What follows belongs to an exercise in optimizing a design on an open flow for small area, a short achievable clock period and few clock cycles per item; a production flow would make more cautious choices. Where RTL was checked, it was by simulation tests only, not by an equivalence proof against the original.

==> flow/design.v (excerpt) <==
module chestnut_cordic (
    input  wire        clk,
    input  wire        rst,
    input  wire        in_valid,
    output wire        in_ready,
    input  wire [23:0] in_re,
    input  wire [23:0] in_im,
    input  wire [3:0]  in_ash,
    output reg         out_valid,
    output reg  [23:0] out_phase,
    output reg  [15:0] out_amp,
    output reg         out_sat
);
Size in the first run: about 7700 cells after synthesis, ~1700 flip-flops, about 98 I/O pins.
clock: 12.0 ns
lec_check: 0
cap_margin: 20
core_margin: 2
core_utilization: 65
place_density: 0.75
slew_margin: 20
standard.sh (not shown) runs the stock make flow with config.mk's settings and CLKGATE_MAP_FILE= SYNTH_SCRIPT=/design/flow/synth_recipe.tcl, a recipe that flattens the netlist after the stock synthesis.
==> flow/flow/run.sh <==
#!/bin/bash
set -euo pipefail
MARGIN=8.0
SETUP_SLACK_MARGIN=$MARGIN bash standard.sh SETUP_SLACK_MARGIN=$MARGIN finish > standard_flow.log 2>&1
Testbench counts at the start, summed over its fixed seeds: cycles 12,216, items 12,000.
==> next run, changes <==
==> flow/flow/run.sh (replaced) <==
#!/bin/bash
set -euo pipefail
MARGIN=8.3
SETUP_SLACK_MARGIN=$MARGIN bash standard.sh SETUP_SLACK_MARGIN=$MARGIN finish > standard_flow.log 2>&1
- cell count rises slightly
- die area does not change
- synthesized cell count is unchanged
- setup slack improves by 0.046 ns
- core utilization rises by 1.9 points
- global-route usage rises by 0.46 points
- sequential share of layout area falls by 0.85 points
- non-clock buffer count rises by 135
- wire length rises by a few percent


chestnut_cordic, a different RTL version from the one above (not shown whole).
For scale: about 7400 cells after synthesis, about 1600 flip-flops, about 98 I/O pins, about 77000 sq um of cells after synthesis.
clock: 12.0 ns
lec_check: 0
cap_margin: 20
core_margin: 2
core_utilization: 65
cts_cluster_diameter: 80
cts_cluster_size: 30
place_density: 0.75
slew_margin: 20
==> flow/flow/run.sh <==
#!/bin/bash
set -euo pipefail
MARGIN=8.0
SETUP_SLACK_MARGIN=$MARGIN MATCH_CELL_FOOTPRINT=0 bash standard.sh SETUP_SLACK_MARGIN=$MARGIN MATCH_CELL_FOOTPRINT=0 finish > standard_flow.log 2>&1
The first run produced a clean layout.
Testbench counts at the start, summed over its fixed seeds: cycles 12,200, items 12,000.
==> next run, changes <==
==> flow/flow/run.sh (replaced) <==
#!/bin/bash
set -euo pipefail
MARGIN=8.4
SETUP_SLACK_MARGIN=$MARGIN MATCH_CELL_FOOTPRINT=0 bash standard.sh SETUP_SLACK_MARGIN=$MARGIN MATCH_CELL_FOOTPRINT=0 finish > standard_flow.log 2>&1
--- a/flow/config.mk
+++ b/flow/config.mk
@@ -6,9 +6,10 @@
 export NUM_CORES = 4
 export LEC_CHECK = 0
+export ABC_AREA = 1
 export CAP_MARGIN = 20
 export CORE_MARGIN = 2
-export CORE_UTILIZATION = 65
+export CORE_UTILIZATION = 75
 export CTS_CLUSTER_DIAMETER = 80
 export CTS_CLUSTER_SIZE = 30
-export PLACE_DENSITY = 0.75
+export PLACE_DENSITY = 0.85
 export SLEW_MARGIN = 20
Routed wire length is higher by 22%.
Die area is lower by 9.4%.
Non-clock buffer count is lower by 85.
Critical path depth is higher by 1.
Via count is higher by 19%.
Synthesized area is higher by 4.4%.
Core utilization is higher by 9.2 points.
Synthesized cell count is higher by 21%.
Maximum frequency is higher by 16%.
==> next run, changes <==
==> flow/flow/run.sh (replaced) <==
#!/bin/bash
set -euo pipefail
MARGIN=8.4
SETUP_SLACK_MARGIN=$MARGIN bash standard.sh SETUP_SLACK_MARGIN=$MARGIN finish > standard_flow.log 2>&1
--- a/flow/config.mk
+++ b/flow/config.mk
@@ -9,7 +9,7 @@
 export CAP_MARGIN = 20
 export CORE_MARGIN = 2
-export CORE_UTILIZATION = 75
+export CORE_UTILIZATION = 65
 export CTS_CLUSTER_DIAMETER = 80
 export CTS_CLUSTER_SIZE = 30
-export PLACE_DENSITY = 0.85
+export PLACE_DENSITY = 0.75
 export SLEW_MARGIN = 20
Effect:
- The changed run finished clean
- clock-buffer cell count came out higher by 5
- wire length came out lower by a few percent
- global-route usage came out lower by 4.5 points
- core utilization came out lower by 11 points
- worst setup slack improved by 180 ps
- final area came out higher slightly


Setup of 09-22:
Another version of the RTL of chestnut_cordic (not shown whole).
Size: roughly 8900 cells after synthesis, roughly 98 I/O pins.
clock: 12.0 ns
lec_check: 0
cap_margin: 20
core_margin: 2
core_utilization: 40
place_density: 0.6
slew_margin: 20
run.sh (not shown) runs the stock make flow with config.mk's settings and CLKGATE_MAP_FILE= SYNTH_SCRIPT=/design/flow/synth_recipe.tcl, a recipe that flattens the netlist after the stock synthesis.
Stock flow here: none of the scripts above is used.
No stage failed in 09-22, and the final checks on the layout all came back clean.
> inputs changed (09-22 -> 03-01)
Settings: swapping 40 for 65 in CORE_UTILIZATION; swapping 0.6 for 0.75 in PLACE_DENSITY.
Notes after the runs:
Any difference in area of all sequential standard cells between 09-22 and 03-01 is small enough to ignore.
Of 03-01 and 09-22, it is 03-01 that has the lower final instance area.
No functional check of the RTL was part of any run of this note.


== v20 ==
RTL: one of the versions met above, not the one the previous note started from.
For scale: roughly 9,000 cells after synthesis, ~98 I/O pins.
clock: 12.0 ns
lec_check: 0
abc_area: 1
cap_margin: 20
core_margin: 2
core_utilization: 65
place_density: 0.75
slew_margin: 20
standard.sh (not shown) runs the stock make flow with config.mk's settings and CLKGATE_MAP_FILE= SYNTH_SCRIPT=/design/flow/synth_recipe.tcl, a recipe that flattens the netlist after the stock synthesis.
==> flow/flow/run.sh <==
#!/bin/bash
set -euo pipefail
MARGIN=8.4
SETUP_SLACK_MARGIN=$MARGIN MATCH_CELL_FOOTPRINT=0 bash standard.sh SETUP_SLACK_MARGIN=$MARGIN MATCH_CELL_FOOTPRINT=0 finish > standard_flow.log 2>&1
Testbench counts of v20, summed over its fixed seeds: cycles 12,200, items 12,000.
Inputs modified between v20 and v50:
Settings: CTS_CLUSTER_DIAMETER newly set to 80; CTS_CLUSTER_SIZE newly set to 30.
==> flow/flow/run.sh <==
#!/bin/bash
set -euo pipefail
MARGIN=9.2
SETUP_SLACK_MARGIN=$MARGIN MATCH_CELL_FOOTPRINT=0 bash standard.sh SETUP_SLACK_MARGIN=$MARGIN MATCH_CELL_FOOTPRINT=0 finish > standard_flow.log 2>&1
- Although it ran to completion, v50 produced a layout that fails the final checks because of capacitance limit, slew limit.
- v50 ended up with more standard cells than v20.
- Count of nets after finishing in v50 vs v20: up 4.9%
- v50 vs. v20: layout-stage area growth over the synthesis result went up by 10 points.
- Compared v50 against v20; sequential cell area fraction in the yosys report within noise.
- On max-slew violation total from the final report, the lower figure sits with v20, not v50.
- v50 supports a lower top clock frequency than v20.
Changes in v25 relative to v50:
Settings: CTS_CLUSTER_DIAMETER removed (was 80); ABC_AREA removed (was 1); CTS_CLUSTER_SIZE removed (was 30).
==> flow/flow/run.sh <==
#!/bin/bash
set -euo pipefail
MARGIN=8.0
SETUP_SLACK_MARGIN=$MARGIN bash standard.sh SETUP_SLACK_MARGIN=$MARGIN finish > standard_flow.log 2>&1
### Flow results
Via count: higher on v50
Compared v25 vs v50, and time the final worst path needs with I/O delays and setup is up in v25.
v25 gives more endpoint required time on the critical path than v50 did.
v25: full flow OK, the timing, design-rule and antenna checks passed
On DRC violation count after routing, v50 and v25 are neck and neck.
The end of the critical path comes out q10_y[16] in one run and q13_x[17] in the other, namely in v25 and v50 respectively.
Inputs modified between v25 and v36:
Settings: an added CTS_CLUSTER_DIAMETER of 80; an added ABC_AREA of 1; an added CTS_CLUSTER_SIZE of 30.
==> flow/flow/run.sh <==
#!/bin/bash
set -euo pipefail
MARGIN=8.3
SETUP_SLACK_MARGIN=$MARGIN MATCH_CELL_FOOTPRINT=0 bash standard.sh SETUP_SLACK_MARGIN=$MARGIN MATCH_CELL_FOOTPRINT=0 finish > standard_flow.log 2>&1
The count of clock buffers in the final design in v25 is 2.5 times that in v36.
Delta (v36 minus v25): minimum clock period fell by 0.72 ns; total non-filler cell area in the finished layout fell by 1.5%; synthesized cell count rose by 1,532.
Changes observed in v36 relative to v25: post-layout instance count excluding filler cells climbed about 15%, wire length climbed 15,000 µm, count of vias placed by the detailed router climbed 6,559, insertion delay of the later-clocked pin in the worst-skew pair dropped 0.07 ns, global routing usage on met2 climbed 3.3 points.
[compare] base=v25 new=v36: register-to-register slack rose by 0.73 ns; worst hold margin rose by 0.014 ns.


chestnut_cordic again, from the RTL that the note above started with.
clock: 12.0 ns
lec_check: 0
abc_area: 1
cap_margin: 20
core_margin: 2
core_utilization: 65
cts_cluster_diameter: 80
cts_cluster_size: 30
place_density: 0.75
slew_margin: 20
==> flow/flow/run.sh <==
#!/bin/bash
set -euo pipefail
MARGIN=8.6
SETUP_SLACK_MARGIN=$MARGIN MATCH_CELL_FOOTPRINT=0 bash standard.sh SETUP_SLACK_MARGIN=$MARGIN MATCH_CELL_FOOTPRINT=0 finish > standard_flow.log 2>&1
Testbench counts at the start, summed over its fixed seeds: cycles 12,200, items 12,000.
Then changed:
==> flow/flow/run.sh (replaced) <==
#!/bin/bash
set -euo pipefail
MARGIN=8.0
SETUP_SLACK_MARGIN=$MARGIN MATCH_CELL_FOOTPRINT=0 bash standard.sh SETUP_SLACK_MARGIN=$MARGIN MATCH_CELL_FOOTPRINT=0 finish > standard_flow.log 2>&1
The changed run finished clean.
Clock-buffer cell count increases by 1.
Die area does not change.
Final area falls by 4.5%.
Flip-flop and latch count does not change.
Then changed:
==> flow/flow/run.sh (replaced) <==
#!/bin/bash
set -euo pipefail
MARGIN=8.4
SETUP_SLACK_MARGIN=$MARGIN MATCH_CELL_FOOTPRINT=0 bash standard.sh SETUP_SLACK_MARGIN=$MARGIN MATCH_CELL_FOOTPRINT=0 finish > standard_flow.log 2>&1
=>
- wire length climbs by 1.3%
- setup slack is better by 0.38 ns
- register-to-register slack improves by 0.23 ns
- hold slack gains 0.0083 ns
- first-iteration DRC count increases by 5.3%
- sequential share of layout area is lower by 0.62 points
- global-route usage barely changes
- clock skew came out higher by 0.014 ns
- via count came out higher by 1.2%
- area after synthesis does not change

-- re-timing with driven ports --
How much do the figures lean on ideal ports? The routed layouts below were timed once more, with nothing changed but the port constraints. Step 1 assumes that a clkbuf_16 drives the clock port and a buf_2 every other input. Step 2 adds t to the input delays and takes it off the output delays; t is the mean of the earliest and latest rising clock arrival at the registers after step 1. Input paths then give back, and output paths get back, about the clock's delay inside the block. Three values: ideal ports, drivers, drivers and shift; two values: the first two.
run | t, ns | setup slack, ns | worst hold slack (ns) | pins driven straight from the clock port
the first run of note 1 | 0.871 | 7.229 / 7.229 / 7.229 | 0.316 / 0.316 / 0.316 | 1
the second run of note 1 | 0.879 | 7.275 / 7.275 / 7.275 | 0.289 / 0.289 / 0.289 | 1
the first run of note 2 | 0.760 | 7.561 / 7.561 / 7.561 | 0.317 / 0.317 / 0.317 | 1
the second run of note 2 | 0.746 | 8.185 / 8.185 / 8.182 | 0.321 / 0.321 / 0.321 | 1
the third run of note 2 | 0.758 | 8.370 / 8.370 / 8.111 | 0.314 / 0.314 / 0.314 | 1
09-22 | 0.895 | 7.240 / 7.240 / 6.659 | 0.285 / 0.285 / 0.285 | 1
03-01 | 0.877 | 7.228 / 7.228 / 6.673 | 0.318 / 0.318 / 0.318 | 1
v20 | 0.852 | 8.366 / 8.306 / 8.094 | 0.316 / 0.316 / 0.316 | 1
v50 | 0.784 | 8.295 / 8.295 / 8.295 | 0.317 / 0.317 / 0.317 | 1
v25 | 0.839 | 7.690 / 7.690 / 7.690 | 0.315 / 0.315 / 0.315 | 1
v36 | 0.767 | 8.411 / 8.335 / 8.151 | 0.328 / 0.328 / 0.328 | 1
the first run of note 5 | 0.776 | 8.422 / 8.343 / 8.202 | 0.317 / 0.317 / 0.317 | 1
the second run of note 5 | 0.758 | 8.060 / 7.990 / 8.094 | 0.314 / 0.314 / 0.314 | 1
the third run of note 5 | 0.766 | 8.440 / 8.367 / 8.146 | 0.323 / 0.323 / 0.323 | 1
The setup slack of 09-22, which loses most, moves by 0.000 ns with the drivers and by -0.581 ns with both steps.
